From an optimization exercise on the open Yosys and OpenROAD flow, aimed at small area and a short achievable clock period; shortcuts taken in it are not production practice. Where RTL was checked, it was by simulation tests only, not by an equivalence proof against the original. The flow treats the clock pin as an ideal source, which a real chip does not have.

Setup of run M:
Design ring_rx_check, start of the top module:
module ring_rx_check (
    input  wire        clk,
    input  wire        rst,           
    input  wire        col_valid,     
    input  wire [39:0] col_code,      
    input  wire        los,           
    output reg         v_valid,       
    output reg  [3:0]  v_reason,      
    output reg  [9:0]  v_len,         
    output wire [95:0] v_hdr,         
    output reg  [15:0] cnt_good,
    output reg  [15:0] cnt_hcrc,
    output reg  [15:0] cnt_bad,
    output wire [63:0] cnt_cv         
);
clock: 11.0 ns
lec_check: 0
cap_margin: 20
core_margin: 2
core_utilization: 60
slew_margin: 20
synth_memory_max_bits: 16384
standard.sh (not shown) runs the stock make flow with config.mk's settings and CLKGATE_MAP_FILE= SYNTH_SCRIPT=/design/flow/synth_recipe.tcl, a recipe that flattens the netlist after the stock synthesis.
==> flow/flow/run.sh <==
#!/bin/bash
# The standard layout (standard.sh: the standard synthesis and ORFS steps,
# unchanged), with two settings changed for the make run:
#  - CTS_ARGS: ORFS's own clock_tree_synthesis arguments without the dummy
#    loads CTS adds to balance the tree.
# Every ORFS step writes its own log under orfs/logs; make's output goes to
# make.log here.
set -euo pipefail
bash standard.sh SETUP_SLACK_MARGIN=7.7 \
    "CTS_ARGS=-sink_clustering_enable -repair_clock_nets -dont_use_dummy_load" \
    "BUFFER_PORTS_ARGS=-buffer_cell sky130_fd_sc_hd__buf_1" \
    finish > make.log 2>&1
Input-level comparison between run R and run M:
-- flow/design.v --
<<< run M, line 366
    reg [4:0] ts2 [0:3];
    reg [4:0] ts3 [0:3];
    reg [1:0] live [0:3];
    reg [3:0] lane_fault;
    reg [1:0] live_now [0:3];     
    always @* begin
        for (i = 0; i < 4; i = i + 1) begin
            live_now[i] = live[i];
            if ((live[i] == 2'd1 && ts1[i] == col_no) ||
                (live[i] == 2'd2 && ts2[i] == col_no) ||
                (live[i] == 2'd3 && ts3[i] == col_no))
                live_now[i] = live[i] - 2'd1;
            lane_fault[i] = cv2[i] && live[i] == 2'd3 && ts3[i] != col_no;
        end
    end
>>> run R, line 366
    reg [4:0] ts2 [0:3];
    reg [4:0] ts3 [0:3];
    reg [3:0] in1, in2, in3;
    reg [3:0] in1_now, in2_now, in3_now;     
    reg [3:0] lane_fault;
    always @* begin
        for (i = 0; i < 4; i = i + 1) begin
            in1_now[i]    = in1[i] && ts1[i] != col_no;
            in2_now[i]    = in2[i] && ts2[i] != col_no;
            in3_now[i]    = in3[i] && ts3[i] != col_no;
            lane_fault[i] = cv2[i] && in3_now[i];
        end
    end
<<< run M, line 382
        if (r2) begin
            col_no <= 5'd0;
            for (i = 0; i < 4; i = i + 1)
                live[i] <= 2'd0;
        end else if (v2) begin
            col_no <= col_no + 5'd1;
            for (i = 0; i < 4; i = i + 1)
                if (lane_fault[i])
                    live[i] <= 2'd0;
                else if (cv2[i])
                    live[i] <= live_now[i] + 2'd1;
                else
                    live[i] <= live_now[i];
        end
        for (i = 0; i < 4; i = i + 1)
>>> run R, line 380
        if (r2) begin
            col_no <= 5'd0;
            in1    <= 4'd0;
            in2    <= 4'd0;
            in3    <= 4'd0;
        end else if (v2) begin
            col_no <= col_no + 5'd1;
            for (i = 0; i < 4; i = i + 1)
                if (lane_fault[i]) begin
                    in1[i] <= 1'b0;
                    in2[i] <= 1'b0;
                    in3[i] <= 1'b0;
                end else if (cv2[i]) begin
                    in1[i] <= 1'b1;
                    in2[i] <= in1_now[i];
                    in3[i] <= in2_now[i];
                end else begin
                    in1[i] <= in1_now[i];
                    in2[i] <= in2_now[i];
                    in3[i] <= in3_now[i];
                end
        end
        for (i = 0; i < 4; i = i + 1)
==> comparison <==
Taking run M as the reference, in run R residual overflow from global routing has remained practically unchanged, synthesized area dropped 190 sq um, adder and majority gate portion of the synthesized area went down, actual transition at the worst max-transition pin moved up.
Higher number of non-clock inverters in the layout goes to run R over run M.
Flip-flop and latch count, run M and run R, lower one = run M.
Run R: post-layout minimum cycle time 0.017 ns above run M
Per the comparison of run R with run M, clock buffer and inverter area fraction after layout ~0 delta, met3 track utilization from global routing +0.63 points.
Number of cells produced by synthesis came out lower on run R than on run M.
The global-route usage number comes out higher for run M vs run R.
Only the layout flow was run in run M; the RTL was not checked for function there.

==> what the ideal ports hide <==
Ports are ideal in the flow. The routed layouts listed here were re-timed in OpenROAD. Step 1 assumes that a clkbuf_16 drives the clock port and a buf_2 every other input. Step 2 moves the port delays by t, midway between the first and last clock arrival at a register: inputs arrive t later, outputs are due t later. That takes back most of the time a late clock gives input paths. Slacks: ideal ports / drivers / drivers and shift; pairs: ideal ports / drivers.
run | shift t [ns] | slack for setup (ns) | worst setup path at the end | worst register clock-pin slew, ns | worst slew at a driven data input, ns
run M | 0.618 | 7.611 / 7.551 / 7.258 | input to register | 0.06 / 0.06 | 0.07
run R | 0.623 | 7.594 / 7.537 / 7.368 | input to register | 0.06 / 0.06 | 0.07
After both steps every run listed still meets setup and hold. For run M, which loses most, drivers alone change the setup slack by -0.060 ns; drivers and shift together by -0.353 ns.
